Context: an optimization exercise on an open-source flow, tuned for small area and a short achievable clock period. The choices shown serve that exercise and are no tape-out recipe.
Only simulation tests tie the RTL to the original design; equivalence was not proved.
Power and IR drop assume default switching activity.

--- design/flow/design.v ---
module ic_locate_net (
    input  wire [23:0]  synd,
    output wire [175:0] z
);
    wire p8 = synd[1] ^ synd[7];
    wire p9 = synd[2] ^ synd[7];
    wire p10 = synd[3] ^ synd[7];
    wire p11 = synd[0] ^ synd[6];
    wire p12 = synd[1] ^ synd[6];
    wire p13 = synd[7] ^ p12;
    wire p14 = synd[2] ^ synd[6];
    wire p15 = synd[7] ^ p14;
    wire p16 = synd[5] ^ synd[7];
    wire p17 = synd[0] ^ synd[5];
    wire p18 = synd[6] ^ p17;
    wire p19 = synd[1] ^ synd[5];
    wire p20 = synd[6] ^ synd[7];
    wire p21 = p19 ^ p20;
    wire p22 = synd[4] ^ synd[6];
    wire p23 = synd[4] ^ synd[5];
    wire p24 = synd[7] ^ p23;
    wire p25 = synd[0] ^ synd[4];
    wire p26 = synd[5] ^ synd[6];
    wire p27 = p25 ^ p26;
    wire p28 = synd[3] ^ synd[5];
    wire p29 = synd[7] ^ p28;
    wire p30 = synd[3] ^ synd[4];
    wire p31 = p20 ^ p30;
    wire p32 = synd[5] ^ p30;
    wire p33 = synd[2] ^ synd[4];
    wire p34 = p20 ^ p33;
    wire p35 = synd[2] ^ synd[3];
    wire p36 = p26 ^ p35;
    wire p37 = synd[4] ^ p35;
    wire p38 = synd[1] ^ synd[3];
    wire p39 = p26 ^ p38;
    wire p40 = synd[1] ^ synd[2];
    wire p41 = p23 ^ p40;
    wire p42 = p10 ^ p40;
    wire p43 = synd[0] ^ synd[2];
    wire p44 = p24 ^ p43;
    wire p45 = synd[0] ^ synd[1];
    wire p46 = p30 ^ p45;
    wire p47 = p14 ^ p45;
    wire p48 = synd[7] ^ p22;
    wire p49 = p38 ^ p48;
    wire p50 = p10 ^ p43;
    wire p51 = synd[5] ^ p45;
    wire p52 = synd[6] ^ p28;
    wire p53 = p43 ^ p52;
    wire p54 = p20 ^ p40;
    wire p55 = synd[7] ^ p25;
    wire p56 = synd[6] ^ p30;
    wire p57 = p45 ^ p56;
    wire p58 = p26 ^ p55;
    wire p59 = synd[2] ^ synd[5];
    wire p60 = synd[7] ^ p59;
    wire p61 = synd[3] ^ synd[6];
    wire p62 = p40 ^ p48;
    wire p63 = p23 ^ p35;
    wire p64 = synd[0] ^ synd[3];
    wire p65 = synd[7] ^ p26;
    wire p66 = p64 ^ p65;
    wire p67 = synd[1] ^ synd[4];
    wire p68 = p20 ^ p67;
    wire p69 = p23 ^ p43;
    wire p70 = p20 ^ p35;
    wire p71 = p45 ^ p70;
    wire p72 = p23 ^ p38;
    wire p73 = p26 ^ p33;
    wire p74 = p43 ^ p61;
    wire p75 = synd[6] ^ p23;
    wire p76 = p45 ^ p75;
    wire p77 = synd[3] ^ p40;
    wire p78 = p30 ^ p43;
    wire p79 = p45 ^ p48;
    wire p80 = synd[4] ^ synd[7];
    wire p81 = p35 ^ p80;
    wire p82 = synd[2] ^ p45;
    assign z[0] = synd[8] ^ synd[0];
    assign z[1] = synd[9] ^ synd[1];
    assign z[2] = synd[10] ^ synd[2];
    assign z[3] = synd[11] ^ synd[3];
    assign z[4] = synd[12] ^ synd[4];
    assign z[5] = synd[13] ^ synd[5];
    assign z[6] = synd[14] ^ synd[6];
    assign z[7] = synd[15] ^ synd[7];
    assign z[8] = synd[16] ^ synd[0];
    assign z[9] = synd[17] ^ synd[1];
    assign z[10] = synd[18] ^ synd[2];
    assign z[11] = synd[19] ^ synd[3];
    assign z[12] = synd[20] ^ synd[4];
    assign z[13] = synd[21] ^ synd[5];
    assign z[14] = synd[22] ^ synd[6];
    assign z[15] = synd[23] ^ synd[7];
    assign z[16] = synd[8] ^ synd[7];
    assign z[17] = synd[9] ^ synd[0];
    assign z[18] = synd[10] ^ p8;
    assign z[19] = synd[11] ^ p9;
    assign z[20] = synd[12] ^ p10;
    assign z[21] = synd[13] ^ synd[4];
    assign z[22] = synd[14] ^ synd[5];
    assign z[23] = synd[15] ^ synd[6];
    assign z[24] = synd[16] ^ synd[6];
    assign z[25] = synd[17] ^ synd[7];
    assign z[26] = synd[18] ^ p11;
    assign z[27] = synd[19] ^ p13;
    assign z[28] = synd[20] ^ p15;
    assign z[29] = synd[21] ^ p10;
    assign z[30] = synd[22] ^ synd[4];
    assign z[31] = synd[23] ^ synd[5];
    assign z[32] = synd[8] ^ synd[6];
    assign z[33] = synd[9] ^ synd[7];
    assign z[34] = synd[10] ^ p11;
    assign z[35] = synd[11] ^ p13;
    assign z[36] = synd[12] ^ p15;
    assign z[37] = synd[13] ^ p10;
    assign z[38] = synd[14] ^ synd[4];
    assign z[39] = synd[15] ^ synd[5];
    assign z[40] = synd[16] ^ synd[4];
    assign z[41] = synd[17] ^ synd[5];
    assign z[42] = synd[18] ^ p22;
    assign z[43] = synd[19] ^ p24;
    assign z[44] = synd[20] ^ p27;
    assign z[45] = synd[21] ^ p21;
    assign z[46] = synd[22] ^ p15;
    assign z[47] = synd[23] ^ p10;
    assign z[48] = synd[8] ^ synd[5];
    assign z[49] = synd[9] ^ synd[6];
    assign z[50] = synd[10] ^ p16;
    assign z[51] = synd[11] ^ p18;
    assign z[52] = synd[12] ^ p21;
    assign z[53] = synd[13] ^ p15;
    assign z[54] = synd[14] ^ p10;
    assign z[55] = synd[15] ^ synd[4];
    assign z[56] = synd[16] ^ p15;
    assign z[57] = synd[17] ^ p10;
    assign z[58] = synd[18] ^ p34;
    assign z[59] = synd[19] ^ p36;
    assign z[60] = synd[20] ^ p37;
    assign z[61] = synd[21] ^ p32;
    assign z[62] = synd[22] ^ p27;
    assign z[63] = synd[23] ^ p21;
    assign z[64] = synd[8] ^ synd[4];
    assign z[65] = synd[9] ^ synd[5];
    assign z[66] = synd[10] ^ p22;
    assign z[67] = synd[11] ^ p24;
    assign z[68] = synd[12] ^ p27;
    assign z[69] = synd[13] ^ p21;
    assign z[70] = synd[14] ^ p15;
    assign z[71] = synd[15] ^ p10;
    assign z[72] = synd[16] ^ p27;
    assign z[73] = synd[17] ^ p21;
    assign z[74] = synd[18] ^ p44;
    assign z[75] = synd[19] ^ p46;
    assign z[76] = synd[20] ^ p47;
    assign z[77] = synd[21] ^ p42;
    assign z[78] = synd[22] ^ p37;
    assign z[79] = synd[23] ^ p32;
    assign z[80] = synd[8] ^ p10;
    assign z[81] = synd[9] ^ synd[4];
    assign z[82] = synd[10] ^ p29;
    assign z[83] = synd[11] ^ p31;
    assign z[84] = synd[12] ^ p32;
    assign z[85] = synd[13] ^ p27;
    assign z[86] = synd[14] ^ p21;
    assign z[87] = synd[15] ^ p15;
    assign z[88] = synd[16] ^ p37;
    assign z[89] = synd[17] ^ p32;
    assign z[90] = synd[18] ^ p53;
    assign z[91] = synd[19] ^ p54;
    assign z[92] = synd[20] ^ p55;
    assign z[93] = synd[21] ^ p51;
    assign z[94] = synd[22] ^ p47;
    assign z[95] = synd[23] ^ p42;
    assign z[96] = synd[8] ^ p15;
    assign z[97] = synd[9] ^ p10;
    assign z[98] = synd[10] ^ p34;
    assign z[99] = synd[11] ^ p36;
    assign z[100] = synd[12] ^ p37;
    assign z[101] = synd[13] ^ p32;
    assign z[102] = synd[14] ^ p27;
    assign z[103] = synd[15] ^ p21;
    assign z[104] = synd[16] ^ p47;
    assign z[105] = synd[17] ^ p42;
    assign z[106] = synd[18] ^ p57;
    assign z[107] = synd[19] ^ p58;
    assign z[108] = synd[20] ^ p60;
    assign z[109] = synd[21] ^ p61;
    assign z[110] = synd[22] ^ p55;
    assign z[111] = synd[23] ^ p51;
    assign z[112] = synd[8] ^ p21;
    assign z[113] = synd[9] ^ p15;
    assign z[114] = synd[10] ^ p39;
    assign z[115] = synd[11] ^ p41;
    assign z[116] = synd[12] ^ p42;
    assign z[117] = synd[13] ^ p37;
    assign z[118] = synd[14] ^ p32;
    assign z[119] = synd[15] ^ p27;
    assign z[120] = synd[16] ^ p55;
    assign z[121] = synd[17] ^ p51;
    assign z[122] = synd[18] ^ p62;
    assign z[123] = synd[19] ^ p63;
    assign z[124] = synd[20] ^ p66;
    assign z[125] = synd[21] ^ p68;
    assign z[126] = synd[22] ^ p60;
    assign z[127] = synd[23] ^ p61;
    assign z[128] = synd[8] ^ p27;
    assign z[129] = synd[9] ^ p21;
    assign z[130] = synd[10] ^ p44;
    assign z[131] = synd[11] ^ p46;
    assign z[132] = synd[12] ^ p47;
    assign z[133] = synd[13] ^ p42;
    assign z[134] = synd[14] ^ p37;
    assign z[135] = synd[15] ^ p32;
    assign z[136] = synd[16] ^ p60;
    assign z[137] = synd[17] ^ p61;
    assign z[138] = synd[18] ^ p69;
    assign z[139] = synd[19] ^ p71;
    assign z[140] = synd[20] ^ p72;
    assign z[141] = synd[21] ^ p73;
    assign z[142] = synd[22] ^ p66;
    assign z[143] = synd[23] ^ p68;
    assign z[144] = synd[8] ^ p32;
    assign z[145] = synd[9] ^ p27;
    assign z[146] = synd[10] ^ p49;
    assign z[147] = synd[11] ^ p50;
    assign z[148] = synd[12] ^ p51;
    assign z[149] = synd[13] ^ p47;
    assign z[150] = synd[14] ^ p42;
    assign z[151] = synd[15] ^ p37;
    assign z[152] = synd[16] ^ p66;
    assign z[153] = synd[17] ^ p68;
    assign z[154] = synd[18] ^ p74;
    assign z[155] = synd[19] ^ p76;
    assign z[156] = synd[20] ^ p77;
    assign z[157] = synd[21] ^ p78;
    assign z[158] = synd[22] ^ p72;
    assign z[159] = synd[23] ^ p73;
    assign z[160] = synd[8] ^ p37;
    assign z[161] = synd[9] ^ p32;
    assign z[162] = synd[10] ^ p53;
    assign z[163] = synd[11] ^ p54;
    assign z[164] = synd[12] ^ p55;
    assign z[165] = synd[13] ^ p51;
    assign z[166] = synd[14] ^ p47;
    assign z[167] = synd[15] ^ p42;
    assign z[168] = synd[16] ^ p72;
    assign z[169] = synd[17] ^ p73;
    assign z[170] = synd[18] ^ p79;
    assign z[171] = synd[19] ^ p81;
    assign z[172] = synd[20] ^ p45;
    assign z[173] = synd[21] ^ p82;
    assign z[174] = synd[22] ^ p77;
    assign z[175] = synd[23] ^ p78;
endmodule
module ic_encoder (
    input  wire [63:0] data,
    output wire [23:0] check
);
    wire e64 = data[40] ^ data[41];
    wire e65 = data[59] ^ data[43];
    wire e66 = data[51] ^ e64;
    wire e67 = data[62] ^ data[19];
    wire e68 = data[55] ^ data[46];
    wire e69 = data[38] ^ data[6];
    wire e70 = data[60] ^ data[17];
    wire e71 = data[61] ^ data[21];
    wire e72 = data[54] ^ data[11];
    wire e73 = data[52] ^ e65;
    wire e74 = data[35] ^ data[23];
    wire e75 = data[47] ^ data[39];
    wire e76 = data[26] ^ data[16];
    wire e77 = data[53] ^ data[44];
    wire e78 = data[56] ^ data[25];
    wire e79 = data[49] ^ data[36];
    wire e80 = data[57] ^ data[24];
    wire e81 = data[42] ^ data[27];
    wire e82 = data[45] ^ data[30];
    wire e83 = data[28] ^ e66;
    wire e84 = data[58] ^ data[48];
    wire e85 = data[50] ^ data[7];
    wire e86 = data[63] ^ data[20];
    wire e87 = data[12] ^ data[14];
    wire e88 = data[5] ^ e73;
    wire e89 = data[31] ^ data[13];
    wire e90 = data[37] ^ e74;
    wire e91 = data[22] ^ e67;
    wire e92 = data[8] ^ e69;
    wire e93 = data[33] ^ e75;
    wire e94 = e70 ^ e81;
    wire e95 = e72 ^ e77;
    wire e96 = data[18] ^ e71;
    wire e97 = data[32] ^ data[2];
    wire e98 = data[34] ^ data[4];
    wire e99 = e76 ^ e80;
    wire e100 = data[10] ^ e68;
    wire e101 = e78 ^ e82;
    wire e102 = e83 ^ e86;
    wire e103 = data[9] ^ data[1];
    wire e104 = data[58] ^ data[3];
    wire e105 = data[28] ^ data[29];
    wire e106 = data[0] ^ e79;
    wire e107 = e84 ^ e87;
    wire e108 = e85 ^ e90;
    wire e109 = data[54] ^ e96;
    wire e110 = e88 ^ e93;
    wire e111 = data[18] ^ data[15];
    wire e112 = data[52] ^ data[42];
    wire e113 = data[53] ^ data[20];
    wire e114 = data[56] ^ data[12];
    wire e115 = data[9] ^ data[7];
    wire e116 = data[61] ^ data[5];
    wire e117 = e71 ^ e97;
    wire e118 = data[36] ^ e98;
    wire e119 = e97 ^ e104;
    wire e120 = e82 ^ e114;
    wire e121 = e69 ^ e79;
    wire e122 = data[29] ^ e85;
    wire e123 = data[0] ^ e76;
    wire e124 = e68 ^ e89;
    wire e125 = e67 ^ e87;
    wire e126 = data[59] ^ e66;
    wire e127 = data[32] ^ e91;
    wire e128 = data[13] ^ e106;
    wire e129 = e78 ^ e92;
    wire e130 = data[6] ^ e94;
    wire e131 = data[60] ^ e92;
    wire e132 = data[24] ^ e95;
    wire e133 = e80 ^ e107;
    wire e134 = data[15] ^ e99;
    wire e135 = data[25] ^ e83;
    wire e136 = data[37] ^ data[38];
    wire e137 = data[49] ^ data[19];
    wire e138 = data[51] ^ data[46];
    wire e139 = data[47] ^ data[33];
    wire e140 = data[48] ^ data[16];
    wire e141 = data[57] ^ data[62];
    wire e142 = data[22] ^ data[5];
    wire e143 = data[55] ^ data[17];
    wire e144 = data[37] ^ data[31];
    wire e145 = data[26] ^ data[31];
    wire e146 = data[39] ^ data[30];
    wire e147 = e68 ^ e111;
    wire e148 = data[19] ^ e112;
    wire e149 = data[23] ^ e70;
    wire e150 = data[34] ^ e103;
    wire e151 = e74 ^ e113;
    wire e152 = data[1] ^ e137;
    wire e153 = data[45] ^ e72;
    wire e154 = data[20] ^ e139;
    wire e155 = data[3] ^ e115;
    wire e156 = data[46] ^ e89;
    wire e157 = data[40] ^ e75;
    wire e158 = e84 ^ e98;
    wire e159 = data[41] ^ e105;
    wire e160 = data[35] ^ e77;
    wire e161 = data[38] ^ e116;
    wire e162 = data[14] ^ e99;
    wire e163 = e86 ^ e93;
    wire e164 = e73 ^ e100;
    wire e165 = e96 ^ e153;
    wire e166 = e118 ^ e119;
    wire e167 = data[10] ^ e95;
    wire e168 = e121 ^ e142;
    wire e169 = e95 ^ e105;
    wire e170 = data[50] ^ e124;
    wire e171 = e101 ^ e123;
    wire e172 = data[45] ^ e94;
    wire e173 = e122 ^ e146;
    wire e174 = data[12] ^ e108;
    wire e175 = e126 ^ e128;
    wire e176 = e91 ^ e130;
    wire e177 = e65 ^ e131;
    wire e178 = e154 ^ e166;
    wire e179 = e108 ^ e157;
    wire e180 = data[44] ^ e109;
    wire e181 = data[11] ^ e88;
    wire e182 = e133 ^ e145;
    wire e183 = e102 ^ e117;
    wire e184 = e110 ^ e155;
    wire e185 = e102 ^ e120;
    wire e186 = e72 ^ e135;
    wire e187 = data[39] ^ data[16];
    wire e188 = data[24] ^ data[7];
    wire e189 = data[44] ^ data[29];
    wire e190 = data[56] ^ data[21];
    wire e191 = data[63] ^ data[34];
    wire e192 = data[36] ^ data[23];
    wire e193 = data[57] ^ data[48];
    wire e194 = data[27] ^ data[10];
    wire e195 = data[57] ^ data[26];
    wire e196 = data[14] ^ data[15];
    wire e197 = data[43] ^ data[47];
    wire e198 = data[29] ^ data[13];
    wire e199 = data[43] ^ data[6];
    wire e200 = data[27] ^ data[18];
    wire e201 = data[49] ^ data[42];
    wire e202 = data[52] ^ data[43];
    wire e203 = data[25] ^ data[8];
    wire e204 = data[9] ^ data[10];
    wire e205 = data[50] ^ data[4];
    wire e206 = e84 ^ e187;
    wire e207 = data[8] ^ e85;
    wire e208 = e103 ^ e136;
    wire e209 = e87 ^ e188;
    wire e210 = data[9] ^ e138;
    wire e211 = data[35] ^ e71;
    wire e212 = e113 ^ e136;
    wire e213 = e70 ^ e98;
    wire e214 = e140 ^ e141;
    wire e215 = e143 ^ e191;
    wire e216 = data[58] ^ e65;
    wire e217 = e79 ^ e86;
    wire e218 = e68 ^ e141;
    wire e219 = e144 ^ e192;
    wire e220 = data[21] ^ e69;
    wire e221 = e103 ^ e193;
    wire e222 = data[1] ^ e74;
    wire e223 = e143 ^ e194;
    wire e224 = e78 ^ e195;
    wire e225 = data[60] ^ e81;
    wire e226 = e197 ^ e198;
    wire e227 = e75 ^ e80;
    wire e228 = e112 ^ e199;
    wire e229 = data[7] ^ e70;
    wire e230 = data[49] ^ e67;
    wire e231 = e84 ^ e138;
    wire e232 = e89 ^ e201;
    wire e233 = data[2] ^ e202;
    wire e234 = e203 ^ e204;
    wire e235 = data[61] ^ e76;
    wire e236 = e79 ^ e81;
    wire e237 = e82 ^ e89;
    wire e238 = e104 ^ e111;
    wire e239 = e64 ^ e76;
    wire e240 = e144 ^ e205;
    wire e241 = e147 ^ e206;
    wire e242 = e148 ^ e149;
    wire e243 = e207 ^ e208;
    wire e244 = e117 ^ e150;
    wire e245 = e151 ^ e209;
    wire e246 = data[3] ^ e93;
    wire e247 = e100 ^ e107;
    wire e248 = e90 ^ e148;
    wire e249 = e189 ^ e210;
    wire e250 = e100 ^ e118;
    wire e251 = e120 ^ e140;
    wire e252 = e211 ^ e212;
    wire e253 = e90 ^ e156;
    wire e254 = e190 ^ e213;
    wire e255 = e101 ^ e116;
    wire e256 = e216 ^ e217;
    wire e257 = e122 ^ e123;
    wire e258 = e218 ^ e219;
    wire e259 = e106 ^ e151;
    wire e260 = e220 ^ e221;
    wire e261 = e125 ^ e222;
    wire e262 = e64 ^ e101;
    wire e263 = e119 ^ e152;
    wire e264 = e77 ^ e91;
    wire e265 = e90 ^ e158;
    wire e266 = e196 ^ e224;
    wire e267 = e91 ^ e96;
    wire e268 = e100 ^ e121;
    wire e269 = e158 ^ e159;
    wire e270 = e160 ^ e225;
    wire e271 = e94 ^ e147;
    wire e272 = e161 ^ e226;
    wire e273 = e101 ^ e124;
    wire e274 = e125 ^ e159;
    wire e275 = e227 ^ e228;
    wire e276 = e161 ^ e200;
    wire e277 = e92 ^ e149;
    wire e278 = e230 ^ e231;
    wire e279 = e150 ^ e232;
    wire e280 = e66 ^ e160;
    wire e281 = e233 ^ e234;
    wire e282 = e73 ^ e115;
    wire e283 = e235 ^ e236;
    wire e284 = e237 ^ e238;
    wire e285 = e125 ^ e239;
    wire e286 = e127 ^ e129;
    wire e287 = e162 ^ e163;
    wire e288 = e242 ^ e243;
    wire e289 = e128 ^ e164;
    wire e290 = e244 ^ e245;
    wire e291 = e132 ^ e152;
    wire e292 = e246 ^ e247;
    wire e293 = e131 ^ e165;
    wire e294 = e248 ^ e249;
    wire e295 = e127 ^ e250;
    wire e296 = e251 ^ e252;
    wire e297 = e163 ^ e167;
    wire e298 = e168 ^ e214;
    wire e299 = e253 ^ e254;
    wire e300 = e133 ^ e165;
    wire e301 = e168 ^ e215;
    wire e302 = e169 ^ e255;
    wire e303 = e257 ^ e258;
    wire e304 = e88 ^ e170;
    wire e305 = e259 ^ e260;
    wire e306 = e171 ^ e223;
    wire e307 = e109 ^ e134;
    wire e308 = e156 ^ e262;
    wire e309 = e94 ^ e126;
    wire e310 = e129 ^ e162;
    wire e311 = e170 ^ e264;
    wire e312 = e109 ^ e172;
    wire e313 = e265 ^ e266;
    wire e314 = e88 ^ e134;
    wire e315 = e267 ^ e268;
    wire e316 = e269 ^ e270;
    wire e317 = e132 ^ e271;
    wire e318 = e273 ^ e274;
    wire e319 = e127 ^ e229;
    wire e320 = e132 ^ e171;
    wire e321 = e277 ^ e278;
    wire e322 = e83 ^ e129;
    wire e323 = e134 ^ e173;
    wire e324 = e130 ^ e173;
    wire e325 = e280 ^ e281;
    wire e326 = e167 ^ e282;
    wire e327 = e283 ^ e284;
    wire e328 = e164 ^ e169;
    wire e329 = e172 ^ e240;
    wire e330 = e174 ^ e175;
    wire e331 = e241 ^ e286;
    wire e332 = e175 ^ e287;
    wire e333 = e176 ^ e289;
    wire e334 = e177 ^ e291;
    wire e335 = e178 ^ e293;
    wire e336 = e295 ^ e296;
    wire e337 = e297 ^ e298;
    wire e338 = e179 ^ e300;
    wire e339 = e176 ^ e179;
    wire e340 = e256 ^ e302;
    wire e341 = e177 ^ e180;
    wire e342 = e304 ^ e305;
    wire e343 = e181 ^ e261;
    wire e344 = e110 ^ e174;
    wire e345 = e263 ^ e307;
    wire e346 = e178 ^ e309;
    wire e347 = e310 ^ e311;
    wire e348 = e102 ^ e312;
    wire e349 = e314 ^ e315;
    wire e350 = e272 ^ e317;
    wire e351 = e180 ^ e275;
    wire e352 = e182 ^ e276;
    wire e353 = e110 ^ e320;
    wire e354 = e181 ^ e279;
    wire e355 = e322 ^ e323;
    wire e356 = e182 ^ e324;
    wire e357 = e135 ^ e326;
    wire e358 = e285 ^ e328;
    wire e359 = e330 ^ e331;
    wire e360 = e288 ^ e332;
    wire e361 = e290 ^ e333;
    wire e362 = e183 ^ e292;
    wire e363 = e294 ^ e335;
    wire e364 = e184 ^ e336;
    wire e365 = e299 ^ e337;
    wire e366 = e301 ^ e338;
    wire e367 = e339 ^ e340;
    wire e368 = e185 ^ e303;
    wire e369 = e186 ^ e342;
    wire e370 = e183 ^ e306;
    wire e371 = e308 ^ e344;
    wire e372 = e346 ^ e347;
    wire e373 = e184 ^ e313;
    wire e374 = e316 ^ e349;
    wire e375 = e185 ^ e350;
    wire e376 = e318 ^ e351;
    wire e377 = e186 ^ e319;
    wire e378 = e321 ^ e353;
    wire e379 = e354 ^ e355;
    wire e380 = e325 ^ e356;
    wire e381 = e327 ^ e357;
    wire e382 = e329 ^ e358;
    wire e383 = e334 ^ e362;
    wire e384 = e341 ^ e368;
    wire e385 = e343 ^ e370;
    wire e386 = e345 ^ e371;
    wire e387 = e348 ^ e373;
    wire e388 = e352 ^ e377;
    assign check[16] = e359;
    assign check[17] = e360;
    assign check[18] = e361;
    assign check[19] = e383;
    assign check[20] = e363;
    assign check[21] = e364;
    assign check[22] = e365;
    assign check[23] = e366;
    assign check[8] = e367;
    assign check[9] = e384;
    assign check[10] = e369;
    assign check[11] = e385;
    assign check[12] = e386;
    assign check[13] = e372;
    assign check[14] = e387;
    assign check[15] = e374;
    assign check[0] = e375;
    assign check[1] = e376;
    assign check[2] = e388;
    assign check[3] = e378;
    assign check[4] = e379;
    assign check[5] = e380;
    assign check[6] = e381;
    assign check[7] = e382;
endmodule
module ic_syndrome (
    input  wire [87:0] word,
    output wire [23:0] synd
);
    wire x88 = word[75] ^ word[54];
    wire x89 = word[82] ^ word[76];
    wire x90 = word[84] ^ word[36];
    wire x91 = word[68] ^ word[62];
    wire x92 = word[81] ^ word[60];
    wire x93 = word[72] ^ word[30];
    wire x94 = word[61] ^ word[55];
    wire x95 = word[69] ^ word[63];
    wire x96 = word[70] ^ word[23];
    wire x97 = word[80] ^ word[59];
    wire x98 = word[29] ^ word[22];
    wire x99 = word[47] ^ word[15];
    wire x100 = word[50] ^ word[43];
    wire x101 = word[67] ^ word[46];
    wire x102 = word[66] ^ word[31];
    wire x103 = word[73] ^ word[38];
    wire x104 = word[78] ^ word[37];
    wire x105 = word[74] ^ word[39];
    wire x106 = word[83] ^ word[71];
    wire x107 = x88 ^ x92;
    wire x108 = x89 ^ x94;
    wire x109 = word[58] ^ x93;
    wire x110 = word[51] ^ word[44];
    wire x111 = word[64] ^ word[52];
    wire x112 = word[48] ^ word[42];
    wire x113 = word[65] ^ word[53];
    wire x114 = word[57] ^ word[45];
    wire x115 = word[77] ^ x106;
    wire x116 = x97 ^ x103;
    wire x117 = x105 ^ x107;
    wire x118 = word[86] ^ word[79];
    wire x119 = word[32] ^ word[14];
    wire x120 = word[41] ^ word[35];
    wire x121 = word[27] ^ word[21];
    wire x122 = word[40] ^ word[28];
    wire x123 = word[26] ^ word[20];
    wire x124 = x98 ^ x100;
    wire x125 = word[85] ^ x104;
    wire x126 = word[34] ^ x122;
    wire x127 = x119 ^ x123;
    wire x128 = x91 ^ x95;
    wire x129 = word[33] ^ x121;
    wire x130 = x96 ^ x120;
    wire x131 = x90 ^ x112;
    wire x132 = x102 ^ x116;
    wire x133 = word[87] ^ x109;
    wire x134 = word[56] ^ word[49];
    wire x135 = x111 ^ x114;
    wire x136 = x99 ^ x113;
    wire x137 = x95 ^ x115;
    wire x138 = x110 ^ x125;
    wire x139 = x101 ^ x108;
    wire x140 = x126 ^ x128;
    wire x141 = x127 ^ x131;
    wire x142 = word[49] ^ word[25];
    wire x143 = word[77] ^ word[37];
    wire x144 = word[53] ^ word[47];
    wire x145 = word[68] ^ word[61];
    wire x146 = word[64] ^ word[0];
    wire x147 = word[51] ^ word[43];
    wire x148 = word[84] ^ word[1];
    wire x149 = word[52] ^ word[45];
    wire x150 = word[36] ^ word[24];
    wire x151 = word[80] ^ word[8];
    wire x152 = word[39] ^ word[31];
    wire x153 = word[73] ^ word[9];
    wire x154 = word[69] ^ word[21];
    wire x155 = word[82] ^ word[34];
    wire x156 = word[87] ^ word[7];
    wire x157 = word[83] ^ word[35];
    wire x158 = word[74] ^ word[50];
    wire x159 = word[29] ^ word[13];
    wire x160 = word[78] ^ word[54];
    wire x161 = word[86] ^ word[46];
    wire x162 = word[58] ^ word[18];
    wire x163 = word[44] ^ word[4];
    wire x164 = word[30] ^ word[6];
    wire x165 = word[11] ^ word[15];
    wire x166 = word[59] ^ word[3];
    wire x167 = word[56] ^ word[16];
    wire x168 = word[57] ^ word[17];
    wire x169 = word[81] ^ word[75];
    wire x170 = word[71] ^ word[23];
    wire x171 = x118 ^ x145;
    wire x172 = x88 ^ x99;
    wire x173 = word[22] ^ x161;
    wire x174 = word[19] ^ x113;
    wire x175 = x100 ^ x134;
    wire x176 = word[10] ^ x158;
    wire x177 = word[65] ^ x96;
    wire x178 = x101 ^ x149;
    wire x179 = x110 ^ x124;
    wire x180 = x129 ^ x130;
    wire x181 = x108 ^ x172;
    wire x182 = word[67] ^ x129;
    wire x183 = word[2] ^ x135;
    wire x184 = x124 ^ x181;
    wire x185 = word[66] ^ x180;
    wire x186 = x117 ^ x171;
    wire x187 = x133 ^ x179;
    wire x188 = x111 ^ x139;
    wire x189 = x102 ^ x141;
    wire x190 = x132 ^ x178;
    wire x191 = x138 ^ x148;
    wire x192 = x117 ^ x140;
    wire x193 = word[27] ^ word[20];
    wire x194 = word[81] ^ word[1];
    wire x195 = word[48] ^ word[32];
    wire x196 = word[51] ^ word[5];
    wire x197 = word[79] ^ word[55];
    wire x198 = word[40] ^ word[5];
    wire x199 = word[18] ^ word[4];
    wire x200 = word[47] ^ word[30];
    wire x201 = word[13] ^ word[6];
    wire x202 = word[70] ^ word[57];
    wire x203 = word[76] ^ word[55];
    wire x204 = word[69] ^ word[9];
    wire x205 = word[26] ^ word[12];
    wire x206 = word[60] ^ word[12];
    wire x207 = word[72] ^ word[17];
    wire x208 = word[78] ^ word[36];
    wire x209 = word[37] ^ word[3];
    wire x210 = word[19] ^ word[11];
    wire x211 = word[61] ^ word[45];
    wire x212 = word[68] ^ word[28];
    wire x213 = word[82] ^ word[10];
    wire x214 = word[85] ^ word[16];
    wire x215 = word[72] ^ word[40];
    wire x216 = word[62] ^ word[38];
    wire x217 = word[42] ^ word[2];
    wire x218 = word[70] ^ word[14];
    wire x219 = word[62] ^ word[8];
    wire x220 = word[52] ^ word[20];
    wire x221 = word[85] ^ word[53];
    wire x222 = word[64] ^ word[23];
    wire x223 = word[79] ^ word[0];
    wire x224 = word[60] ^ word[29];
    wire x225 = word[65] ^ word[41];
    wire x226 = word[73] ^ word[12];
    wire x227 = word[32] ^ word[25];
    wire x228 = word[43] ^ word[31];
    wire x229 = word[66] ^ word[26];
    wire x230 = word[75] ^ word[27];
    wire x231 = word[42] ^ word[14];
    wire x232 = word[44] ^ word[38];
    wire x233 = word[83] ^ word[77];
    wire x234 = word[70] ^ word[15];
    wire x235 = word[74] ^ word[7];
    wire x236 = word[48] ^ word[41];
    wire x237 = x90 ^ x206;
    wire x238 = x99 ^ x156;
    wire x239 = x162 ^ x226;
    wire x240 = x101 ^ x213;
    wire x241 = x144 ^ x193;
    wire x242 = x92 ^ x105;
    wire x243 = word[33] ^ x205;
    wire x244 = x154 ^ x231;
    wire x245 = x194 ^ x225;
    wire x246 = word[80] ^ x98;
    wire x247 = x114 ^ x118;
    wire x248 = word[63] ^ x90;
    wire x249 = x150 ^ x164;
    wire x250 = x150 ^ x209;
    wire x251 = x114 ^ x196;
    wire x252 = x143 ^ x211;
    wire x253 = x89 ^ x200;
    wire x254 = x97 ^ x104;
    wire x255 = x168 ^ x222;
    wire x256 = x157 ^ x210;
    wire x257 = x159 ^ x235;
    wire x258 = x163 ^ x220;
    wire x259 = x208 ^ x214;
    wire x260 = x104 ^ x147;
    wire x261 = x93 ^ x232;
    wire x262 = word[28] ^ x134;
    wire x263 = x162 ^ x217;
    wire x264 = x143 ^ x165;
    wire x265 = x146 ^ x151;
    wire x266 = word[33] ^ x142;
    wire x267 = x199 ^ x227;
    wire x268 = word[24] ^ x215;
    wire x269 = x164 ^ x216;
    wire x270 = x106 ^ x118;
    wire x271 = x167 ^ x169;
    wire x272 = word[67] ^ x166;
    wire x273 = word[5] ^ x159;
    wire x274 = x94 ^ x163;
    wire x275 = x155 ^ x236;
    wire x276 = word[76] ^ x212;
    wire x277 = x154 ^ x221;
    wire x278 = x91 ^ x157;
    wire x279 = x166 ^ x224;
    wire x280 = x153 ^ x160;
    wire x281 = x160 ^ x218;
    wire x282 = x146 ^ x202;
    wire x283 = x89 ^ x207;
    wire x284 = x155 ^ x229;
    wire x285 = x98 ^ x169;
    wire x286 = x91 ^ x204;
    wire x287 = x153 ^ x168;
    wire x288 = word[63] ^ x152;
    wire x289 = x90 ^ x233;
    wire x290 = x152 ^ x234;
    wire x291 = x147 ^ x230;
    wire x292 = x91 ^ x228;
    wire x293 = word[49] ^ x151;
    wire x294 = x203 ^ x219;
    wire x295 = x170 ^ x197;
    wire x296 = x170 ^ x198;
    wire x297 = x144 ^ x156;
    wire x298 = x167 ^ x195;
    wire x299 = x245 ^ x266;
    wire x300 = x177 ^ x267;
    wire x301 = x239 ^ x249;
    wire x302 = x174 ^ x243;
    wire x303 = x238 ^ x295;
    wire x304 = x177 ^ x294;
    wire x305 = x131 ^ x174;
    wire x306 = x244 ^ x262;
    wire x307 = x112 ^ x130;
    wire x308 = x173 ^ x260;
    wire x309 = x269 ^ x281;
    wire x310 = x176 ^ x263;
    wire x311 = x103 ^ x175;
    wire x312 = x136 ^ x250;
    wire x313 = x115 ^ x253;
    wire x314 = x130 ^ x254;
    wire x315 = x125 ^ x175;
    wire x316 = x282 ^ x289;
    wire x317 = x127 ^ x136;
    wire x318 = x116 ^ x274;
    wire x319 = word[22] ^ x271;
    wire x320 = x259 ^ x286;
    wire x321 = x223 ^ x261;
    wire x322 = x165 ^ x283;
    wire x323 = x115 ^ x136;
    wire x324 = x278 ^ x297;
    wire x325 = x109 ^ x296;
    wire x326 = x246 ^ x251;
    wire x327 = x247 ^ x290;
    wire x328 = x268 ^ x298;
    wire x329 = x256 ^ x291;
    wire x330 = x126 ^ x285;
    wire x331 = x201 ^ x241;
    wire x332 = x248 ^ x264;
    wire x333 = x257 ^ x292;
    wire x334 = x273 ^ x277;
    wire x335 = x237 ^ x258;
    wire x336 = x279 ^ x280;
    wire x337 = x240 ^ x255;
    wire x338 = x182 ^ x327;
    wire x339 = x176 ^ x182;
    wire x340 = x284 ^ x310;
    wire x341 = x109 ^ x304;
    wire x342 = x142 ^ x305;
    wire x343 = x275 ^ x331;
    wire x344 = x242 ^ x325;
    wire x345 = x293 ^ x308;
    wire x346 = x132 ^ x332;
    wire x347 = x312 ^ x337;
    wire x348 = x313 ^ x314;
    wire x349 = x137 ^ x307;
    wire x350 = x128 ^ x316;
    wire x351 = x132 ^ x183;
    wire x352 = x288 ^ x303;
    wire x353 = x317 ^ x319;
    wire x354 = x276 ^ x335;
    wire x355 = x315 ^ x321;
    wire x356 = x140 ^ x318;
    wire x357 = x141 ^ x323;
    wire x358 = x287 ^ x299;
    wire x359 = x173 ^ x309;
    wire x360 = x265 ^ x328;
    wire x361 = x138 ^ x302;
    wire x362 = x107 ^ x137;
    wire x363 = x322 ^ x326;
    wire x364 = x272 ^ x329;
    wire x365 = x133 ^ x336;
    wire x366 = x117 ^ x139;
    wire x367 = x135 ^ x300;
    wire x368 = x108 ^ x311;
    wire x369 = x301 ^ x330;
    wire x370 = x306 ^ x324;
    wire x371 = x270 ^ x320;
    wire x372 = x252 ^ x334;
    wire x373 = x133 ^ x183;
    wire x374 = x333 ^ x348;
    wire x375 = x190 ^ x343;
    wire x376 = x357 ^ x365;
    wire x377 = x192 ^ x363;
    wire x378 = x137 ^ x341;
    wire x379 = x191 ^ x338;
    wire x380 = x186 ^ x347;
    wire x381 = x189 ^ x192;
    wire x382 = x346 ^ x367;
    wire x383 = x355 ^ x362;
    wire x384 = x339 ^ x356;
    wire x385 = x184 ^ x350;
    wire x386 = x366 ^ x370;
    wire x387 = x184 ^ x371;
    wire x388 = x188 ^ x369;
    wire x389 = x190 ^ x361;
    wire x390 = x345 ^ x373;
    wire x391 = x185 ^ x188;
    wire x392 = x353 ^ x384;
    wire x393 = x381 ^ x390;
    wire x394 = x368 ^ x379;
    wire x395 = x351 ^ x387;
    wire x396 = x185 ^ x377;
    wire x397 = x376 ^ x391;
    wire x398 = x189 ^ x383;
    wire x399 = x342 ^ x374;
    wire x400 = x344 ^ x389;
    wire x401 = x187 ^ x382;
    wire x402 = x191 ^ x378;
    wire x403 = x349 ^ x388;
    wire x404 = x186 ^ x375;
    wire x405 = x187 ^ x380;
    assign synd[0] = x360;
    assign synd[1] = x358;
    assign synd[2] = x340;
    assign synd[3] = x364;
    assign synd[4] = x354;
    assign synd[5] = x372;
    assign synd[6] = x359;
    assign synd[7] = x352;
    assign synd[8] = x385;
    assign synd[9] = x402;
    assign synd[10] = x395;
    assign synd[11] = x405;
    assign synd[12] = x401;
    assign synd[13] = x400;
    assign synd[14] = x404;
    assign synd[15] = x386;
    assign synd[16] = x398;
    assign synd[17] = x394;
    assign synd[18] = x393;
    assign synd[19] = x397;
    assign synd[20] = x392;
    assign synd[21] = x396;
    assign synd[22] = x403;
    assign synd[23] = x399;
endmodule
module ic_locate (
    input  wire [23:0] synd,      
    output wire [10:0] fit        
);
    wire [175:0] z;
    ic_locate_net u_net (.synd(synd), .z(z));
    genvar s;
    generate
        for (s = 0; s < 11; s = s + 1) begin : g_sym
            assign fit[s] = ~|z[16*(10-s) +: 16];
        end
    endgenerate
endmodule
module ic_decoder (
    input  wire [87:0] word,
    input  wire [7:0]  s0,        
    input  wire [10:0] fit,
    output wire [87:0] fixed,     
    output wire        ce,        
    output wire        ue,        
    output wire [3:0]  sym        
);
    wire nz0 = |s0;
    genvar s;
    generate
        for (s = 0; s < 11; s = s + 1) begin : g_sym
            assign fixed[87-8*s -: 8] = word[87-8*s -: 8] ^ ({8{fit[s]}} & s0);
        end
    endgenerate
    assign ce     = nz0 & (|fit);
    assign sym[0] = nz0 & (fit[1] | fit[3] | fit[5] | fit[7] | fit[9]);
    assign sym[1] = nz0 & (fit[2] | fit[3] | fit[6] | fit[7] | fit[10]);
    assign sym[2] = nz0 & (fit[4] | fit[5] | fit[6] | fit[7]);
    assign sym[3] = nz0 & (fit[8] | fit[9] | fit[10]);
    assign ue     = (nz0 | ~fit[10]) & ~ce;
endmodule
module ic_line_codec (
    input  wire         clk,
    input  wire         rst,             
    input  wire         rd_valid,
    input  wire [351:0] rd_line,         
    output wire         rd_out_valid,
    output wire [351:0] rd_out_line,     
    output wire [3:0]   rd_out_ce,
    output wire [3:0]   rd_out_ue,
    output wire [15:0]  rd_out_sym,      
    input  wire         wr_valid,
    input  wire [255:0] wr_data,         
    output reg          wr_out_valid,
    output reg  [95:0]  wr_out_check     
);
    wire [95:0] synd;
    wire [43:0] fit;
    wire [95:0] check;
    reg         rd_v_q;
    reg [351:0] rd_line_q;
    reg [31:0]  s0_q;
    reg [43:0]  fit_q;
    genvar l;
    generate
        for (l = 0; l < 4; l = l + 1) begin : g_lane
            ic_syndrome u_syn (
                .word (rd_line[88*l +: 88]),
                .synd (synd[24*l +: 24])
            );
            ic_locate u_loc (
                .synd (synd[24*l +: 24]),
                .fit  (fit[11*l +: 11])
            );
            ic_decoder u_dec (
                .word  (rd_line_q[88*l +: 88]),
                .s0    (s0_q[8*l +: 8]),
                .fit   (fit_q[11*l +: 11]),
                .fixed (rd_out_line[88*l +: 88]),
                .ce    (rd_out_ce[l]),
                .ue    (rd_out_ue[l]),
                .sym   (rd_out_sym[4*l +: 4])
            );
            ic_encoder u_enc (
                .data  (wr_data[64*l +: 64]),
                .check (check[24*l +: 24])
            );
            always @(posedge clk)
                s0_q[8*l +: 8] <= synd[24*l +: 8];
        end
    endgenerate
    always @(posedge clk) begin
        if (rst) begin
            rd_v_q       <= 1'b0;
            wr_out_valid <= 1'b0;
        end else begin
            rd_v_q       <= rd_valid;
            wr_out_valid <= wr_valid;
        end
        rd_line_q    <= rd_line;
        fit_q        <= fit;
        wr_out_check <= check;
    end
    assign rd_out_valid = rd_v_q;
endmodule
--- design/flow/flow/run.sh ---
#!/bin/bash
# The standard layout, with every input and output port buffered by a plain
# buffer cell instead of the one buffer_ports picks by default.
set -euo pipefail
export BUFFER_PORTS_ARGS="-buffer_cell sky130_fd_sc_hd__buf_2"
bash standard.sh > standard.log 2>&1
--- design/flow/standard.sh ---
#!/bin/bash
# synth_recipe.tcl (not shown) runs the flow's synth.tcl, then flattens the netlist and writes it again
# the make line also repeats each setting of config.mk as NAME=value (left out here)
make -C /OpenROAD-flow-scripts/flow DESIGN_CONFIG=/design/flow/config.mk WORK_HOME=/design/flow/orfs CLKGATE_MAP_FILE= SYNTH_SCRIPT=/design/flow/synth_recipe.tcl "${@:-finish}"
--- design/flow/config.mk ---
export PLATFORM = sky130hd
export DESIGN_NAME = ic_line_codec
export DESIGN_NICKNAME = ic_line_codec
export VERILOG_FILES = /design/flow/design.v
export SDC_FILE = /design/flow/constraint.sdc
export NUM_CORES = 4
export LEC_CHECK = 0
export CAP_MARGIN = 20
export CORE_MARGIN = 2
export CORE_UTILIZATION = 55
export SETUP_SLACK_MARGIN = 1.5
export SLEW_MARGIN = 20
--- design/flow/constraint.sdc ---
create_clock -name core_clock -period 6.0 [get_ports {clk}]
set_input_delay 1.2000 -clock core_clock [delete_from_list [all_inputs] [get_ports {clk}]]
set_output_delay 1.2000 -clock core_clock [all_outputs]
set_load 0.01 [all_outputs]
==> results of run 1 <==
## synthesized netlist by cell type, types with 19 or more instances
master	count	area share, %
xor3_1	27	1.3
o21ai_0	25	0.24
nor3b_1	30	0.44
dfxtp_1	526	21
nor2_1	96	0.71
nor3_1	99	0.97
and3_1	49	0.60
nor4_1	59	0.72
xnor2_2	27	0.86
buf_1	21	0.15
or3_1	31	0.38
a21oi_1	31	0.30
nand3_1	60	0.59
clkbuf_1	169	1.2
nand2b_1	20	0.24
nor2b_1	21	0.26
xnor2_1	2421	42
buf_2	32	0.31
o22ai_1	21	0.26
mux2i_1	25	0.49
xnor3_1	223	9.8
nand4_1	19	0.23
xor2_1	631	11
a2111oi_0	19	0.33
nand2_1	421	3.1
## area by class of cell
type / count / area share [%]
multi-input combinational: 4530 / 65.9
sequential: 526 / 17.5
timing repair buffer: 1174 / 10.2
clock buffer: 78 / 2.83
tap: 1243 / 2.59
clock inverter: 34 / 0.748
inverter: 19 / 0.125
antenna: 17 / 0.0709
## cells in the final DEF, fill, tap and decap left out, types with 12 or more instances in the layout
master / instances
buf_4: 89
nand2b_1: 20
xnor2_1: 2416
nor2b_1: 21
a2111oi_0: 19
nand3_1: 60
a211oi_1: 12
nor2_1: 96
xor2_1: 629
diode_2: 17
nand2_1: 421
xor3_1: 27
nor4_1: 59
or3_1: 31
nor3b_1: 30
nor3_1: 99
clkbuf_16: 61
xnor3_1: 218
dfxtp_1: 526
buf_2: 1085
o22ai_1: 21
a31oi_1: 18
and3_1: 49
o21ai_0: 25
nand4_1: 19
a21oi_1: 31
xnor2_2: 30
o2111ai_1: 12
mux2i_1: 25
nand3b_1: 15
## worst max-delay path: cells and delay by family
kind | cells | cell delay, ns
compound gates | 1 | 0.43
xor+xnor | 6 | 2.33
buf+inv | 2 | 0.56
simple gates | 2 | 0.44
## kinds of logic after synthesis
kind of cell / share of synthesized area (%)
compound gates: 2.49
xor+xnor: 65.0
buf+inv: 2.09
flops: 20.6
mux: 0.556
simple gates: 9.26
## sequential cells by signal, summed over array words and instances (netlist names)
name and count:
s0_q 32, wr_out_valid 1, fit_q 44, rd_line_q 352
wr_out_check 96, rd_v_q 1
## power groups by stage
| stage | Combinational (mW) | Clock, mW | Sequential, mW |
|---|---|---|---|
| after detailed placement | 36.8 | 0 | 4.96 |
| final | 37.9 | 4.11 | 4.93 |
| after global routing | 40.2 | 4.26 | 4.96 |
| after CTS | 37.0 | 4.13 | 4.90 |
| after floorplan | 28.1 | 0 | 4.62 |
| after global placement | 36.7 | 0 | 4.96 |
## final timing paths
path                  cells after the start              to          from  slack [ns]
worst min-delay path                      1  rd_line_q[113]  rd_line[113]        0.63
worst max-delay path                     11       fit_q[30]  rd_line[231]        1.61
## through the flow
stage          total power, mW  worst slack, ns  std cells
2_1_floorplan             32.8             1.79       5313
3_3_place_gp              41.6            0.861       7492
3_5_place_dp              41.8            0.869       7492
4_1_cts                   46.0             1.61       7604
5_1_grt                   49.4             1.51       7614
6_report                  47.0             1.61       7621
## layer usage
metal  vias to the layer above  track usage [%]  part of all wire, %
met5                         -                0                 0.17
met4                        54             25.5                  7.0
met3                       651             12.1                   11
met2                      2690             68.2                   44
met1                     20500             53.5                   38
li1                      19000                -                    -
## what timing repair did
item / in CTS / in global routing
resized for setup: 0 / 12
hold buffers: 0 / 0
endpoints found under the setup margin: 0 / 10
==> flow_metrics.tcl, run 1 <==
set metrics [dict create \
    status "timing/DRC/antenna clean" \
    synth_area_per_cell_sq_um 9.62 \
    crit_type "in -> reg" \
    cts_setup_buffers 0 \
    drive_gt1_share_pct 21.4 \
    fin_crit_sh_pct 73.2 \
    seqPwrFrac_pct 10.5 \
    synthArstFlopShare_pct 0 \
    die_h_microns 309 \
    wl_per_cell_microns 28.2 \
    combPwrFrac_pct 80.7 \
    crit_path_start_kind "input port" \
    path_cells "buf_2 -> xor3_1 -> xnor3_1 -> xor2_1 -> xnor3_1 -> xnor2_1 -> buf_4 -> xnor2_1 -> a2111oi_0 -> nand3_1 -> nor4_1" \
    multi_input_area_sq_um 39600 \
    start_util_pct 55.7 \
    mappedNetlistNets 5925 \
    fin_crit_ns 4.39 \
    synth-seq-cells 526 \
    arrival_ns 4.98 \
    synth_edf_count 0 \
    fin_area_sq_um 60000 \
    track_usage_pct 43.5 \
    powerDensity_nw_per_um2 783 \
    place_area_sq_um 57800 \
    clk_path_buf_depth 3 \
    ys.flop_type "dfxtp_1" \
    drt-initial-drc-count 4661 \
    grt_start_max_net_pins 24 \
    setup-tns-final_ns 0 \
    clk_pin_slew_ns 0.07 \
    grt_first_pass_wirelength_microns 299000 \
    finalSetupViolCount 0 \
    num_rows 111 \
    hold_class "in -> reg" \
    tightest_slew_ns 1.15 \
    fillers 7803 \
    maxSlewViolCount 0 \
    seq_area_sq_um 10500 \
    max_freq_mhz 228 \
    p_switching_mw 24.1 \
    first_pass_iters 8 \
    synthToLayoutAreaGrowth_pct 17.5 \
    fin_nets 6924 \
    crit_fanout 7 \
    cts_tree "done" \
    vias 42900 \
    p_clk_share_pct 8.8 \
    cts_max_level 2 \
    antenna_found_initial 53 \
    grt-ovfl-total 0 \
    drt.antenna.violating_nets 0 \
    relSlewSlack_pct 23.3 \
    hold_violations 0 \
    yosysSeqAreaShare_pct 20.6 \
    crit_required_ns 6.58 \
    first_global_vias 41300 \
    die-width_microns 309 \
    p_sw_share_pct 51.4 \
    p_int_mw 22.8 \
    cap_violations 0 \
    whs_ns 0.629 \
    dieArea_sq_um 95300 \
    gp_congestion 1.04 \
    ir_drop_uv 523 \
    drc 0 \
    clockRootBuffer "clkbuf_16" \
    yosys_warnings 1 \
    slowest_stage "xnor2_1" \
    pin_count 1086 \
    vias_per_cell 5.63 \
    numCtsBuffers 61 \
    syn_inst 5313 \
    core_area_sq_um 91800 \
    wl_microns 215000 \
    portBuffers 1085 \
    cp-end-kind "flip-flop" \
    post-route-util_pct 65.4 \
    synth_cell_types 68 \
    slowest_delay_ns 0.77 \
    dp_hpwl_microns 175000 \
    cts.sink_count 526 \
    cellLeakagePower_nw 24.0 \
    netlist_area_sq_um 51100 \
    grt_setup_unrepaired "no" \
]
==> run 2: changes to the inputs <==
--- a/design/flow/config.mk
+++ b/design/flow/config.mk
@@ -7,6 +7,5 @@
 export LEC_CHECK = 0
 export CAP_MARGIN = 20
 export CORE_MARGIN = 2
-export CORE_UTILIZATION = 55
-export SETUP_SLACK_MARGIN = 1.5
+export CORE_UTILIZATION = 40
 export SLEW_MARGIN = 20
==> flow_metrics.tcl, run 2 <==
set metrics [dict create \
    status "timing/DRC/antenna clean" \
    synthToLayoutAreaGrowth_pct 19.5 \
    arrival_ns 5.10 \
    ir_drop_uv 423 \
    hold_class "in -> reg" \
    synth_compound_area_share_pct 2.49 \
    num_rows 131 \
    powerDensity_nw_per_um2 786 \
    cts_resized 0 \
    first_pass_iters 7 \
    top_regs "rd_line_q x352, wr_out_check x96, fit_q x44" \
    dp_hpwl_microns 184000 \
    yosys_warnings 1 \
    die-width_microns 361 \
    synth_area_per_cell_sq_um 9.62 \
    cts_setup_buffers 0 \
    cts_tree "done" \
    grt_util_met2_pct 55.2 \
    synth.largest_area_cell "xnor2_1" \
    core_area_sq_um 127000 \
    mappedNetlistNets 5925 \
    yosysMostFrequentCell "xnor2_1" \
    seqPwrFrac_pct 10.0 \
    p_total_mw 48.0 \
    grt_first_pass_wirelength_microns 311000 \
    muxShareOfSynthArea_pct 0.556 \
    p_sw_share_pct 51.3 \
    dieArea_sq_um 131000 \
    cellLeakagePower_nw 24.3 \
    synth_xor_area_share_pct 65.0 \
    netlist_area_sq_um 51100 \
    cts_max_level 3 \
    gp_congestion 1.02 \
    largest_register_ffs 352 \
    synth-seq-cells 526 \
    yosysSeqAreaShare_pct 20.6 \
    start_util_pct 40.2 \
    cts.sink_count 526 \
    regMostFlops "rd_line_q" \
    ys.flop_type "dfxtp_1" \
    numCtsBuffers 71 \
    drive_gt1_share_pct 21.7 \
    die_h_microns 361 \
    synth_top_area_share_pct 41.5 \
    relSlewSlack_pct 25.0 \
    top_usage_layer "met2" \
    antenna_found_initial 50 \
    layout_common_cells "2417 x xnor2_1, 1085 x buf_2, 630 x xor2_1" \
    wl_microns 224000 \
    drt-initial-drc-count 4227 \
    clk_pin_slew_ns 0.06 \
    synth_edf_count 0 \
    drc 0 \
    tightest_slew_ns 1.12 \
    synthArstFlopShare_pct 0 \
    vias_per_cell 5.27 \
    crit_path_start_kind "input port" \
    finalSetupViolCount 0 \
    grtUsageMet3_pct 6.12 \
    p_int_mw 23.4 \
    synth_fa_ha_area_share_pct 0 \
    synth_cell_types 68 \
    max_freq_mhz 217 \
    ys_top_cells_by_area "xnor2_1 42%, dfxtp_1 21%, xor2_1 11%, xnor3_1 9.8%, nand2_1 3.1%" \
    vias 42600 \
    crit_required_ns 6.50 \
    grt_setup_unrepaired "no" \
    hold_violations 0 \
    fin_crit_ns 4.61 \
    p_switching_mw 24.6 \
    synth_top_family_by_area "XOR/XNOR gates" \
    wl_per_cell_microns 27.7 \
    clockRootBuffer "clkbuf_16" \
    crit_fanout 9 \
    layout_commonest_cell "xnor2_1" \
    crit_type "in -> reg" \
    setup-tns-final_ns 0 \
    synth_common_cells "2421 x xnor2_1, 631 x xor2_1, 526 x dfxtp_1, 421 x nand2_1, 223 x xnor3_1" \
    fillers 12200 \
    post_synth_and_or_nand_nor_area_fraction_pct 9.25 \
    fin_crit_sh_pct 76.8 \
    hold_buffers 0 \
    pin_count 1086 \
    syn_inst 5313 \
    combPwrFrac_pct 80.3 \
    maxSlewViolCount 0 \
    met1_usage_pct 40.9 \
    clk_path_buf_depth 3 \
    track_usage_pct 33.0 \
    first_global_vias 41900 \
    drt.antenna.violating_nets 0 \
    grt-ovfl-total 0 \
    cp-end-kind "flip-flop" \
    p_clk_share_pct 9.7 \
    grt_start_max_net_pins 24 \
    portBuffers 1085 \
    fin_nets 6958 \
    cap_violations 0 \
]
run 2: final timing paths:
path | to | slack [ns] | cells after the start | start
min | rd_line_q[201] | 0.66 | 1 | rd_line[201]
max | fit_q[0] | 1.39 | 11 | rd_line[75]
run 2: kinds of logic (layout without fill, tap and decap cells):
group	count (synthesis)	in the layout
and+or+nand+nor	973	973
AOI/OAI and AO/OA	183	183
muxes	28	28
xor gates and xnor gates	3346	3346
DFF	526	526
buffers and inverters	257	1346
other	0	19
run 2: through the flow:
stage	cell area (sq um)	setup slack [ns]	hold WS [ns]	instances	util [%]
global route	61000	1.32	0.642	8072	48.0
detailed placement	58500	0.849	1.34	7935	46.0
floorplan	51100	1.79	1.23	5313	-
finish	61100	1.39	0.662	8083	48.0
global placement	58500	0.798	1.34	7934	46.0
CTS	61000	1.55	0.609	8064	48.0
run 2: per-layer routing:
layer | vias up | routed length [microns]
met3 | 497 | 18500
met2 | 2333 | 105000
li1 | 19100 | -
met5 | - | 353
met1 | 20600 | 88700
met4 | 34 | 10900
run 2: power groups by stage:
stage          clock network [mW]  registers (mW)  logic, mW
3_5_place_dp                    0            4.85       37.7
3_3_place_gp                    0            4.84       37.7
6_report                     4.66            4.79       38.5
4_1_cts                      4.73            4.79       37.9
5_1_grt                      4.88            4.85       40.8
2_1_floorplan                   0            4.62       28.1
run 2: area by class of cell:
| cell class | count | area, sq um | share of cell area, % |
|---|---|---|---|
| well taps | 1662 | 2080 | 3.41 |
| clock inverters | 38 | 584 | 0.957 |
| repair buffers | 1198 | 6280 | 10.3 |
| multi-input cells | 4530 | 39500 | 64.7 |
| inverters | 19 | 71.3 | 0.117 |
| clock buffers | 91 | 1940 | 3.18 |
| flip-flops and latches | 526 | 10500 | 17.2 |
| diodes | 19 | 47.5 | 0.0779 |
run 2: critical path: stages:
cell	delay, ns
buf_2	0.15
xnor2_1	0.47
xnor3_1	0.62
xnor2_1	0.47
xnor2_1	0.22
xnor2_1	0.50
buf_4	0.35
xor2_1	0.12
nor4_1	0.24
nand3_1	0.12
nor4_1	0.62
==> run 3: changes to the inputs <==
--- a/design/flow/config.mk
+++ b/design/flow/config.mk
@@ -7,5 +7,6 @@
 export LEC_CHECK = 0
 export CAP_MARGIN = 20
 export CORE_MARGIN = 2
-export CORE_UTILIZATION = 40
+export CORE_UTILIZATION = 55
+export SETUP_SLACK_MARGIN = 2.2
 export SLEW_MARGIN = 20
==> flow_metrics.tcl, run 3 <==
set metrics [dict create \
    status "timing/DRC/antenna clean" \
    wl_microns 226000 \
    numCtsBuffers 66 \
    synth-seq-cells 526 \
    ir_drop_uv 508 \
    crit_path_start_kind "input port" \
    antenna_found_initial 37 \
    dieArea_sq_um 95300 \
    min_from "rd_line[186]" \
    drive_gt1_share_pct 27.6 \
    gp_congestion 1.09 \
    setup-tns-final_ns 0 \
    die-width_microns 309 \
    track_usage_pct 45.1 \
    fin_crit_sh_pct 66.2 \
    max_freq_mhz 252 \
    hold_violations 0 \
    arrival_ns 4.47 \
    wl_per_cell_microns 28.9 \
    clockRootBuffer "clkbuf_16" \
    hold_class "in -> reg" \
    dp_hpwl_microns 181000 \
    clk_path_buf_depth 3 \
    seq_area_sq_um 10500 \
    place_area_sq_um 58500 \
    yosysMostFrequentCell "xnor2_1" \
    synth_area_per_cell_sq_um 9.62 \
    largest_register_ffs 352 \
    vias_per_cell 5.72 \
    first_pass_iters 7 \
    synth.largest_area_cell "xnor2_1" \
    ys_top_cells_by_area "xnor2_1 42%, dfxtp_1 21%, xor2_1 11%, xnor3_1 9.8%, nand2_1 3.1%" \
    layout_common_cells "2287 x xnor2_1, 1082 x buf_2, 595 x xor2_1" \
    cts_max_level 3 \
    fin_area_sq_um 64200 \
    synthToLayoutAreaGrowth_pct 25.7 \
    num_rows 111 \
    whs_path_depth 1 \
    start_util_pct 55.7 \
    drt.antenna.violating_nets 0 \
    maxSlewViolCount 0 \
    regMostFlops "rd_line_q" \
    mappedNetlistNets 5925 \
    synth_top_area_share_pct 41.5 \
    grt_start_max_net_pins 23 \
    vias 44700 \
    grt_first_pass_wirelength_microns 307000 \
    crit_type "in -> reg" \
    synth_common_cells "2421 x xnor2_1, 631 x xor2_1, 526 x dfxtp_1, 421 x nand2_1, 223 x xnor3_1" \
    first_global_vias 42000 \
    cts.sink_count 526 \
    fin_nets 7112 \
    cts_tree "done" \
    powerDensity_nw_per_um2 843 \
    yosys_warnings 1 \
    drt-initial-drc-count 5753 \
    relSlewSlack_pct 29.0 \
    multi_input_area_sq_um 41900 \
    ys.flop_type "dfxtp_1" \
    layout_commonest_cell "xnor2_1" \
    netlist_area_sq_um 51100 \
    cp-end-kind "flip-flop" \
    clk_pin_slew_ns 0.06 \
    grt_setup_unrepaired "yes" \
    syn_inst 5313 \
    pin_count 1086 \
    crit_required_ns 6.50 \
    synthArstFlopShare_pct 0 \
    finalSetupViolCount 0 \
    drc 0 \
    fin_crit_ns 3.97 \
    top_regs "rd_line_q x352, wr_out_check x96, fit_q x44" \
    grt-ovfl-total 0 \
    cap_violations 0 \
    die_h_microns 309 \
    crit_fanout 9 \
    cellLeakagePower_nw 26.1 \
    yosysSeqAreaShare_pct 20.6 \
    synth_cell_types 68 \
    fillers 7157 \
    min_to "rd_line_q[186]" \
    portBuffers 1085 \
    whs_ns 0.692 \
    synth_edf_count 0 \
    core_area_sq_um 91800 \
    tightest_slew_ns 1.06 \
]
## run 3: critical path: stages
cell and delay [ns]:
buf_2 0.18, xnor2_1 0.47, xnor2_1 0.19, xnor3_1 0.47, buf_4 0.23, xnor2_4 0.44, xnor2_1 0.20, xnor2_1 0.23
xnor2_1 0.10, or3_1 0.35, a2111oi_0 0.37
## run 3: cells by family after synthesis
group,Yosys count,share of synthesized area (%)
xor gates and xnor gates,3346,65.0
and+or+nand+nor,973,9.26
buffers and inverters,257,2.09
DFF,526,20.6
AOI/OAI and AO/OA,183,2.49
muxes,28,0.556
## run 3: repair_timing
action                     CTS  global route
hold endpoints to repair     0             0
resized for setup          100           160
buffers inserted            44           144
hold buffers                 0             0
pin swaps                   18            43
gates cloned                 0             3
setup endpoints to repair   48            46
## run 3: worst max path at each step
| stage | startpoint | endpoint |
|---|---|---|
| after floorplan | rd_line[246] | fit_q[26] |
| after global placement | rd_line[126] | fit_q[12] |
| after detailed placement | rd_line[126] | fit_q[13] |
| after CTS | s0_q[9] | rd_out_ue[1] |
| after global routing | rd_line[109] | fit_q[12] |
| final | rd_line[151] | fit_q[12] |
## run 3: cell type report
type | instances | area share (%)
clock buffers | 80 | 2.84
inverters | 19 | 0.136
diodes | 16 | 0.0623
repair buffers | 1354 | 12.0
flip-flops and latches | 526 | 16.4
well taps | 1243 | 2.42
clock inverters | 40 | 0.898
multi-input cells | 4533 | 65.2
## run 3: per-stage QoR
stage / util (%) / power (mW) / cells / setup slack [ns]
after global placement: 63.8 / 42.9 / 7484 / 1.07
after global routing: 70.0 / 56.3 / 7805 / 2.06
after detailed placement: 63.8 / 43.2 / 7484 / 1.09
after CTS: 67.5 / 49.3 / 7648 / 2.04
final: 70.0 / 54.2 / 7811 / 2.03
after floorplan: - / 33.9 / 5313 / 2.16
## run 3: power breakdown
group	total [mW]	internal, mW	leakage, nW	switching [mW]
combinational	44.7	20.2	20.5	24.4
sequential	5.05	4.18	4.42	0.870
clock	4.44	2.60	1.16	1.84
total	54.2	27.0	26.1	27.1
## run 3: per-layer routing
| metal | wire [microns] | share of wire, % | GRT usage [%] |
|---|---|---|---|
| met1 | 85400 | 38 | 58.3 |
| met5 | 171 | 0.076 | 0 |
| met4 | 13200 | 5.9 | 21.5 |
| met2 | 98900 | 44 | 69.2 |
| met3 | 28000 | 12 | 12.7 |
==> run 4: changes to the inputs <==
--- a/design/flow/config.mk
+++ b/design/flow/config.mk
@@ -8,5 +8,5 @@
 export CAP_MARGIN = 20
 export CORE_MARGIN = 2
 export CORE_UTILIZATION = 55
-export SETUP_SLACK_MARGIN = 2.2
+export SETUP_SLACK_MARGIN = 2.8
 export SLEW_MARGIN = 20
==> flow_metrics.tcl, run 4 <==
set metrics [dict create \
    die_h_microns 309 \
    numCtsBuffers 66 \
    cts.sink_count 526 \
    clockRootBuffer "clkbuf_16" \
    synth_area_per_cell_sq_um 9.62 \
    lastStage "global routing" \
    clk_path_buf_depth 3 \
    error_message "[ERROR GRT-0232] Routing congestion too high. Check the congestion heatmap in the GUI." \
    mappedNetlistNets 5925 \
    worst-ep-kind "register data pin" \
    pre_cts_slack_ns 1.21 \
    synth_common_cells "2421 x xnor2_1, 631 x xor2_1, 526 x dfxtp_1, 421 x nand2_1, 223 x xnor3_1" \
    crit_endpoint "fit_q[13]$_DFF_P_/D" \
    synth_top_area_share_pct 41.5 \
    synth-seq-cells 526 \
    status "did not finish" \
    hold_buffers 0 \
    track_usage_pct 77.8 \
    portBuffers 1085 \
    yosysSeqAreaShare_pct 20.6 \
    synth.largest_area_cell "xnor2_1" \
    cts_max_level 3 \
    dp_hpwl_microns 183000 \
    pin_count 1086 \
    ys.flop_type "dfxtp_1" \
    synthArstFlopShare_pct 0 \
    num_rows 111 \
    gp_congestion 1.10 \
    yosysMostFrequentCell "xnor2_1" \
    ys_top_cells_by_area "xnor2_1 42%, dfxtp_1 21%, xor2_1 11%, xnor3_1 9.8%, nand2_1 3.1%" \
    netlist_area_sq_um 51100 \
    synth_edf_count 0 \
    place_area_sq_um 59400 \
    dp_cells 7460 \
    start_util_pct 55.7 \
    synth_cell_types 68 \
    yosys_warnings 1 \
    die-width_microns 309 \
    grt-ovfl-total 17 \
    syn_inst 5313 \
    grt_start_max_net_pins 22 \
    antenna_found_initial 94 \
]
[run 4: kinds of logic after synthesis]
| group | share of synthesized area, % |
|---|---|
| xor+xnor | 65.0 |
| simple gates | 9.26 |
| flops | 20.6 |
| buf+inv | 2.09 |
| compound gates | 2.49 |
| mux | 0.556 |
[run 4: worst min-delay path by stage]
stage | start | to | slack [ns]
after detailed placement | rd_line[201] | rd_line_q[201] | 1.36
after floorplan | rd_line[0] | rd_line_q[0] | 1.23
after global placement | rd_line[201] | rd_line_q[201] | 1.35
after CTS | rd_line[310] | rd_line_q[310] | 0.64
[run 4: power by group through the flow]
stage	Combinational, mW	Clock [mW]	Sequential [mW]
after CTS	51.0	4.51	4.81
after detailed placement	38.5	0	5.02
after global placement	38.2	0	5.02
after floorplan	30.8	0	4.62
[run 4: timing repair]
action                                  in CTS
gates resized for setup                    993
pin swaps                                  381
cloned                                      13
buffers inserted                           514
endpoints found under the setup margin     141
[run 4: per-layer routing]
layer  GRT overflow  GRT usage (%)
met1              1           77.8
met2              3           92.5
met3              6           65.2
met4              7           72.9
met5              0           51.9

## static timing again, ports no longer ideal
Ports are ideal in the flow. The routed layouts listed here were re-timed in OpenROAD. Step 1, drivers: a clkbuf_16 drives clk and a buf_2 each remaining input, both assumed. Step 2 also shifts input and output timing later by t, the mid clock arrival at the registers, as if the neighbouring blocks saw the same clock. Three values: no drivers, after step 1, after step 2; two values: the first two.
run | t (ns) | setup WS [ns] | hold WS [ns]
run 1 | 0.770 | 1.605 / 1.652 / 0.882 | 0.629 / 0.576 / 1.346
run 2 | 0.740 | 1.392 / 1.447 / 0.707 | 0.662 / 0.609 / 1.349
run 3 | 0.723 | 2.031 / 2.083 / 1.360 | 0.692 / 0.636 / 1.359
After both steps setup and hold are still met in every run listed. The setup slack of run 1, which loses most, moves by +0.047 ns with the drivers and by -0.723 ns with both steps.
